What follows belongs to an exercise in optimizing a design on an open flow for small area, a short achievable clock period and few clock cycles; a production flow would make more cautious choices. RTL that was checked went through simulation tests only; none was proved equivalent to the original. Power is estimated from default activity; no workload was simulated.

==> inputs of run a <==
==> flow/design.v (excerpt) <==
module tally_core (
    input  wire        clk,
    input  wire        rst,
    output wire [15:0] imem_addr,
    input  wire [13:0] imem_rdata,
    output wire        dmem_req,
    output wire        dmem_we,
    output wire        dmem_pair,
    output wire        dmem_ap,
    output wire [47:0] dmem_addr,
    output wire [63:0] dmem_wdata,
    input  wire        dmem_ack,
    input  wire        dmem_err,
    input  wire [63:0] dmem_rdata,
    input  wire        ev_door,    
    input  wire [6:0]  ev_set,     
    output wire        fatal
);
==> flow/config.mk <==
export PLATFORM = sky130hd
export DESIGN_NAME = tally_core
export DESIGN_NICKNAME = tally_core
export VERILOG_FILES = /design/flow/design.v
export SDC_FILE = /design/flow/constraint.sdc
export NUM_CORES = 4
export LEC_CHECK = 0
export CAP_MARGIN = 20
export CORE_MARGIN = 2
export CORE_UTILIZATION = 50
export SLEW_MARGIN = 20
export SYNTH_HIERARCHICAL = 1
export SYNTH_MINIMUM_KEEP_SIZE = 0
==> flow/constraint.sdc <==
create_clock -name core_clock -period 20.0 [get_ports {clk}]
set_input_delay 4.0000 -clock core_clock [delete_from_list [all_inputs] [get_ports {clk}]]
set_output_delay 4.0000 -clock core_clock [all_outputs]
set_load 0.01 [all_outputs]
standard.sh (not shown) runs the stock make flow with config.mk's settings and CLKGATE_MAP_FILE= SYNTH_SCRIPT=/design/flow/synth_recipe.tcl, a recipe that flattens the netlist after the stock synthesis.
==> flow/flow/run.sh <==
#!/bin/bash
# Standard synthesis and layout (standard.sh), with timing repair aimed at a
# shorter period than the constraint and stronger port buffers.
export SETUP_SLACK_MARGIN=14.3
export BUFFER_PORTS_ARGS="-buffer_cell sky130_fd_sc_hd__buf_4"
bash standard.sh > standard.log 2>&1
==> inputs of run b, as changes to run a <==
--- a/flow/design.v
+++ b/flow/design.v
@@ -66,23 +66,25 @@
     input  wire [9:0]  irp,       
     input  wire        ctx_pre,   
     input  wire [11:0] iw,
     output wire [15:0] tgt
 );
-    wire       ij = iw[11];                             
-    wire [9:0] sb = {1'b0, pc[8:0]} + {1'b0, (ctx_pre ? irp[2:0] : {3{iw[5]}}), iw[5:0]};
-    wire [9:0] sj = {1'b0, pc[8:0]} + {1'b0, iw[8:0]};
-    wire [6:0] ph  = pc[15:9];
+    wire       ij     = iw[11];                         
+    wire [8:0] lo_add = ij ? iw[8:0] : {(ctx_pre ? irp[2:0] : {3{iw[5]}}), iw[5:0]};
+    wire [9:0] lo_sum = {1'b0, pc[8:0]} + {1'b0, lo_add};
+    wire       lo_c   = lo_sum[9];
+    wire       sgn    = ij ? iw[8] : iw[5];
+    wire [6:0] ph     = pc[15:9];
     wire [6:0] hb0 = ph + irp[9:3];
     wire [6:0] hb1 = ph + irp[9:3] + 7'd1;
     wire [6:0] hj0 = ph + irp[6:0];
     wire [6:0] hj1 = ph + irp[6:0] + 7'd1;
     wire [6:0] hm1 = ph - 7'd1;
     wire [6:0] hp1 = ph + 7'd1;
-    wire [6:0] hib = ctx_pre ? (sb[9] ? hb1 : hb0) : (iw[5] ? (sb[9] ? ph : hm1) : (sb[9] ? hp1 : ph));
-    wire [6:0] hij = ctx_pre ? (sj[9] ? hj1 : hj0) : (iw[8] ? (sj[9] ? ph : hm1) : (sj[9] ? hp1 : ph));
-    assign tgt = ij ? {hij, sj[8:0]} : {hib, sb[8:0]};
+    wire [6:0] hi  = ctx_pre ? (ij ? (lo_c ? hj1 : hj0) : (lo_c ? hb1 : hb0))
+                             : (sgn ? (lo_c ? ph : hm1) : (lo_c ? hp1 : ph));
+    assign tgt = {hi, lo_sum[8:0]};
 endmodule
 module tally_mulstep (
     input  wire [31:0] a,
     input  wire [7:0]  b8,
     input  wire        first,
@@ -126,10 +128,11 @@
     assign lo8  = lo[7:0];
     assign cy_n = lo[8];
 endmodule
 module tally_nextpc (
     input  wire [15:0] pc,
+    input  wire [15:0] tbase,      
     input  wire [9:0]  irp,
     input  wire        ctx_pre,
     input  wire [13:0] iw,
     input  wire        fv,
     input  wire        bv,
@@ -137,29 +140,24 @@
     input  wire        bw_reti,
     input  wire [15:0] tb_q,
     input  wire [15:0] epc_f,
     input  wire [15:0] pc_other,
     input  wire        adv,
-    input  wire        rst,
-    input  wire        hold,       
+    input  wire        misf,       
+    input  wire [15:0] npc1,
     output wire [15:0] itgt,
-    output wire [15:0] pc_n,       
-    output wire [15:0] pc_o_n      
+    output wire [15:0] pc_d
 );
-    tally_tgt u_tgt (.pc(pc), .irp(irp), .ctx_pre(ctx_pre), .iw(iw[11:0]), .tgt(itgt));
+    tally_tgt u_tgt (.pc(tbase), .irp(irp), .ctx_pre(ctx_pre), .iw(iw[11:0]), .tgt(itgt));
     wire i_brj  = (iw[13:12] == 2'b10) &&
                   ((iw[11:10] == 2'b01 && iw[9:6] != 4'd15) || iw[11:10] == 2'b10);
     wire i_reti = (iw[13:10] == 4'b1011) && (iw[9:6] == 4'd2);
     wire brj    = bv ? bw_brj : (fv && i_brj);
     wire reti   = bv ? bw_reti : (fv && i_reti);
     wire [15:0] pc_inc = pc + 16'd1;
-    wire [15:0] pc_else = adv ? (reti ? epc_f : pc_inc) : pc_other;
-    wire [15:0] tsel    = bv ? tb_q : itgt;
-    wire        take_p  = adv && brj && !rst && !hold;
-    wire        take_o  = adv && brj && !rst;
-    assign pc_n   = take_p ? tsel : (rst ? 16'd0 : hold ? pc : pc_else);
-    assign pc_o_n = take_o ? tsel : (rst ? 16'd0 : pc_else);
+    wire [15:0] pc_seq = brj ? (bv ? tb_q : itgt) : reti ? epc_f : misf ? npc1 : pc_inc;
+    assign pc_d = adv ? pc_seq : pc_other;
 endmodule
 module tally_core (
     input  wire        clk,
     input  wire        rst,
     output wire [15:0] imem_addr,
@@ -184,13 +182,10 @@
     reg [13:0] ir;           
     reg        irv;
     reg        pred;         
     reg [3:0]  aop;          
     reg        q_bimm;       
-    reg [31:0] bimm;         
-    reg [15:0] pc_o;         
-    reg        req_o;
     reg        q_alu;        
     reg [15:0] tb_q;         
     reg [15:0] sel_a, sel_b; 
     reg [13:0] bw;           
     reg        bv;
@@ -230,13 +225,37 @@
     wire [3:0]  cond   = w[9:6];
     wire        link   = w[9];
     wire [3:0]  sysop  = w[9:6];
     wire [15:0] pc_m2  = npc - 16'd1;                  
     wire [15:0] ipc    = pc_m2 - {14'd0, npre};        
+    reg [31:0] imm_s, imm_z;
+    reg [29:0] moff;
     reg        xidx_ok;
     reg [2:0]  xidx;
     always @* begin
+        case (npre)
+            2'd0: begin
+                imm_s = {{26{imm6[5]}}, imm6};
+                imm_z = {26'd0, imm6};
+                moff  = 30'd0;
+            end
+            2'd1: begin
+                imm_s = {{14{ext[11]}}, ext[11:0], imm6};
+                imm_z = {14'd0, ext[11:0], imm6};
+                moff  = {{18{ext[11]}}, ext[11:0]};
+            end
+            2'd2: begin
+                imm_s = {{2{ext[23]}}, ext[23:0], imm6};
+                imm_z = {2'd0, ext[23:0], imm6};
+                moff  = {{6{ext[23]}}, ext[23:0]};
+            end
+            default: begin
+                imm_s = {ext[25:0], imm6};
+                imm_z = {ext[25:0], imm6};
+                moff  = ext[29:0];
+            end
+        endcase
         xidx_ok = (npre == 2'd0) || (ext[35:3] == 33'd0);
         xidx    = (npre == 2'd0) ? 3'd0 : ext[2:0];
     end
     reg taken;
     always @* begin
@@ -269,11 +288,12 @@
             rdb = rdb | (rf[j] & {32{sel_b[j]}});
         end
     end
     wire        mem_pair = kind[1];
     wire [3:0]  alu_op = aop;
-    wire [31:0] alu_b  = q_bimm ? bimm : rdb;
+    wire [31:0] mem_off = mem_pair ? {moff[28:0], 3'b000} : {moff[29:0], 2'b00};
+    wire [31:0] alu_b  = q_bimm ? (q_mem ? mem_off : (aop == 4'd4) ? imm_z : imm_s) : rdb;
     wire [31:0] alu_res;
     wire        alu_cout, alu_vout, alu_zero;
     wire [31:0] alu_sum;
     tally_alu u_alu (
         .op(alu_op), .a(rda), .b(alu_b), .bs(rdb), .c_in(fC),
@@ -322,24 +342,26 @@
                     (fmt == 2'b10 && sub == 2'b11 &&
                      (sysop == 4'd5 || (sysop == 4'd3 && xidx_ok && xidx == 3'd5)));
     wire hold1  = fresh && door_use;
     wire busy   = st_mem || st_pre || st_mf || st_ev || st_mul || st_wait;
     wire first  = active && !busy && !hold1;
+    wire        misf_ok = fv && !bv;
     reg        done;         
     reg        redir;        
     reg        fast;         
+    reg        misf;         
     reg        exc;          
     reg [1:0]  cause;
     reg        clr_pre;      
     reg [2:0]  sinc;         
     reg        we;           
     reg [3:0]  waddr;
     reg        set_nz, set_zonly, set_cv, set_c;
     reg        go_mem, go_mul, go_wait;
     reg        do_pre, do_mtx, do_reti, do_evack;
     always @* begin
-        done = 1'b0; redir = 1'b0; fast = 1'b0;
+        done = 1'b0; redir = 1'b0; fast = 1'b0; misf = 1'b0;
         exc = 1'b0; cause = 2'd1;
         clr_pre = 1'b0; sinc = 3'd0;
         we = 1'b0; waddr = w[7:4];
         set_nz = 1'b0; set_zonly = 1'b0; set_cv = 1'b0; set_c = 1'b0;
         go_mem = 1'b0; go_mul = 1'b0; go_wait = 1'b0;
@@ -399,10 +421,11 @@
                 2'b00: begin  
                     go_mem = 1'b1;
                 end
                 2'b01: begin  
                     if (taken) begin redir = 1'b1; fast = 1'b1; sinc = 3'd3; end
+                    else if (pred && misf_ok) begin done = 1'b1; misf = 1'b1; end
                     else if (pred) redir = 1'b1;
                     else done = 1'b1;
                 end
                 2'b10: begin  
                     redir = 1'b1; fast = 1'b1; sinc = 3'd3;
@@ -460,55 +483,29 @@
     wire        n_brj   = (nw[13:12] == 2'b10) &&
                           ((nw[11:10] == 2'b01 && nw[9:6] != 4'd15) || nw[11:10] == 2'b10);
     wire        n_reti  = (nw[13:10] == 4'b1011) && (nw[9:6] == 4'd2);
     wire        epc_w   = do_mtx && xidx == 3'd1;
     wire [15:0] epc_f   = epc_w ? rdb[15:0] : epc;
-    wire [15:0] itgt, pc_n, pc_o_n;
-    wire [15:0] pc_other = (redir && fast) ? pc + 16'd1 : newpc ? newtgt : pc;
+    wire [15:0] itgt, pc_d;
+    wire [15:0] pc_other = (redir && fast) ? pc + 16'd1 : newpc ? newtgt :
+                           (!bv && !fv) ? pc + 16'd1 : pc;
+    wire        misf_e  = first && fmt == 2'b10 && sub == 2'b01 && pred && !taken && misf_ok;
+    wire [15:0] tbase   = misf_e ? npc + 16'd1 : pc;
+    wire        pctx    = ctx_pre || (!irv && npre != 2'd0);
+    wire [9:0]  pbits   = ctx_pre ? ir[9:0] : ext[9:0];
     wire        bw_brj  = (bw[13:12] == 2'b10) &&
                           ((bw[11:10] == 2'b01 && bw[9:6] != 4'd15) || bw[11:10] == 2'b10);
     wire        bw_reti = (bw[13:10] == 4'b1011) && (bw[9:6] == 4'd2);
-    tally_nextpc u_npc (.pc(pc), .irp(ir[9:0]), .ctx_pre(ctx_pre), .iw(imem_rdata), .fv(fv), .bv(bv),
+    tally_nextpc u_npc (.pc(pc), .tbase(tbase), .irp(pbits), .ctx_pre(pctx), .iw(imem_rdata), .fv(fv), .bv(bv),
                         .bw_brj(bw_brj), .bw_reti(bw_reti), .tb_q(tb_q), .epc_f(epc_f),
-                        .pc_other(pc_other), .adv(adv), .rst(rst), .hold(fatal_r),
-                        .itgt(itgt), .pc_n(pc_n), .pc_o_n(pc_o_n));
+                        .pc_other(pc_other), .adv(adv), .misf(misf), .npc1(npc + 16'd1),
+                        .itgt(itgt), .pc_d(pc_d));
     wire        n_mem   = nw[13:10] == 4'b1000;
     wire [3:0]  nra_a   = (nw[13:12] == 2'b01 || n_mem) ? nw[3:0] : nw[7:4];
     wire [3:0]  nra_b   = n_mem ? nw[7:4] : nw[3:0];
-    wire [1:0]  npre_n  = ctx_pre ? npre + 2'd1 : 2'd0;
-    wire [35:0] ext_n   = {ext[23:0], ir[11:0]};
-    wire [5:0]  nimm6   = nw[9:4];
-    reg  [31:0] n_is, n_iz;
-    reg  [29:0] n_mo;
-    always @* begin
-        case (npre_n)
-            2'd0: begin
-                n_is = {{26{nimm6[5]}}, nimm6};
-                n_iz = {26'd0, nimm6};
-                n_mo = 30'd0;
-            end
-            2'd1: begin
-                n_is = {{14{ext_n[11]}}, ext_n[11:0], nimm6};
-                n_iz = {14'd0, ext_n[11:0], nimm6};
-                n_mo = {{18{ext_n[11]}}, ext_n[11:0]};
-            end
-            2'd2: begin
-                n_is = {{2{ext_n[23]}}, ext_n[23:0], nimm6};
-                n_iz = {2'd0, ext_n[23:0], nimm6};
-                n_mo = {{6{ext_n[23]}}, ext_n[23:0]};
-            end
-            default: begin
-                n_is = {ext_n[25:0], nimm6};
-                n_iz = {ext_n[25:0], nimm6};
-                n_mo = ext_n[29:0];
-            end
-        endcase
-    end
-    wire [31:0] bimm_n  = n_mem ? (nw[9] ? {n_mo[28:0], 3'b000} : {n_mo[29:0], 2'b00}) :
-                          (nw[11:10] == 2'd3) ? n_iz : n_is;
-    assign imem_addr  = pc_o;
-    assign dmem_req   = req_o;
+    assign imem_addr  = pc;
+    assign dmem_req   = st_mem;
     assign dmem_we    = m_we;
     assign dmem_pair  = m_pair;
     assign dmem_ap    = xc[31];
     assign dmem_addr  = {apbase & {17{xc[31]}}, xc[30:0]};
     assign dmem_wdata = {xb, xa};
@@ -525,25 +522,21 @@
             end
         end
     end
     always @(posedge clk) begin
         door_q <= ev_door;
-        pc     <= pc_n;
-        pc_o   <= pc_o_n;       
-        req_o  <= !rst && !fatal_r && !dfault &&
-                  (go_mem ? (!mem_fault && !mem_evack && kind != 2'd3) : (st_pre || (st_mem && !dmem_ack)));
     end
     always @(posedge clk) begin
         if (rst) begin
+            pc      <= 16'h0000;
             npc     <= 16'h0000;
             fv      <= 1'b0;
             ir      <= 14'd0;
             irv     <= 1'b0;
             pred    <= 1'b0;
             aop     <= 4'd0;
             q_bimm  <= 1'b0;
-            bimm    <= 32'd0;
             q_alu   <= 1'b0;
             tb_q    <= 16'd0;
             sel_a   <= 16'd0;
             sel_b   <= 16'd0;
             bw      <= 14'd0;
@@ -599,21 +592,23 @@
                     pred  <= (bv || fv) && (n_brj || n_reti);
                     aop   <= (nw[13:12] == 2'b00) ? nw[11:8] : n_mem ? 4'd1 :
                              (nw[11:10] == 2'd0) ? 4'd0 : (nw[11:10] == 2'd1) ? 4'd1 :
                              (nw[11:10] == 2'd2) ? 4'd3 : 4'd4;
                     q_bimm <= nw[13:12] == 2'b01 || n_mem;
-                    bimm   <= bimm_n;
                     q_mem  <= n_mem;
                     q_alu  <= nw[13:12] == 2'b01 ||
                               (nw[13:12] == 2'b00 && nw[11:8] != 4'd11 && nw[11:8] != 4'd12);
-                    npc   <= pc;
-                    fv    <= 1'b1;
-                end else if (!bv) begin
+                    npc   <= misf ? npc + 16'd1 : pc;
+                    fv    <= !misf;              
+                end else if (!bv && fv) begin
                     bw   <= imem_rdata;
                     tb_q <= itgt;
                     bv   <= 1'b1;
+                end else if (!bv) begin
+                    fv   <= 1'b1;
                 end
+                pc <= pc_d;      
                 if (!st_mem || (dmem_ack && !dmem_err))
                     steps <= steps + {29'd0, sinc};
                 if (do_pre) begin
                     ext  <= {ext[23:0], w[11:0]};
                     npre <= npre + 2'd1;
==> flow/flow/run.sh (replaced) <==
#!/bin/bash
# Standard synthesis and layout (standard.sh), with timing repair aimed at a
# shorter period than the constraint and stronger port buffers.
export SETUP_SLACK_MARGIN=14
export BUFFER_PORTS_ARGS="-buffer_cell sky130_fd_sc_hd__buf_4"
bash standard.sh > standard.log 2>&1
--- a/flow/config.mk
+++ b/flow/config.mk
@@ -6,8 +6,10 @@
 export NUM_CORES = 4
 export LEC_CHECK = 0
 export CAP_MARGIN = 20
 export CORE_MARGIN = 2
 export CORE_UTILIZATION = 50
+export CTS_CLUSTER_DIAMETER = 80
+export CTS_CLUSTER_SIZE = 20
 export SLEW_MARGIN = 20
 export SYNTH_HIERARCHICAL = 1
 export SYNTH_MINIMUM_KEEP_SIZE = 0
==> comparison <==
- Of run b and run a, run a has the higher synthesized cell count (gap about 0.5%, measured against run a).
- Of run b and run a, run b has the higher sequential share of layout area (gap 1.0 points).
- Of run a and run b, run a has the higher via count (gap about 3.7%, measured against run b).
- Worst hold slack: run b is higher than run a (0.0052 ns).
- Between run a and run b, the lower sequential power is in run b (gap about 6%, measured against run b).
- Against run a, the clock power of run b is smaller by 34%.
- In run b the clock-buffer cell count is lower than in run a, by 62.
- Of run b and run a, run a has the higher register-to-register slack (gap 0.05 ns).
- Maximum frequency: run a is larger than run b (about 1.7%).
- Between run b and run a, the lower area after synthesis is in run b (gap 1.8%, measured against run a).
Testbench counts of run b, summed over its fixed seeds: cycles 57,701.
Only the layout flow was run in run a; the RTL was not checked for function there.

## separate check: timing with driven ports
The flow's constraints put no driver on any port. The routed layouts listed below were extracted and timed again, unchanged, in two steps. Step 1, drivers: a clkbuf_16 drives clk and a buf_2 each remaining input, both assumed. Step 2 times the ports against the registers' clock, not the clock port: input delays grow and output delays shrink by t, the midpoint of the rising clock arrivals with the driver on. a / b / c = no drivers / after step 1 / after step 2; a / b = the first two.
| run | t (ns) | slack for setup (ns) | worst slew at a driven data input, ns |
|---|---|---|---|
| run a | 0.845 | 13.979 / 14.013 / 13.168 | 0.08 |
| run b | 0.818 | 13.877 / 13.907 / 13.089 | 0.07 |
After both steps every run listed still meets setup and hold. The setup slack of run a, which loses most, moves by +0.034 ns with the drivers and by -0.811 ns with both steps.
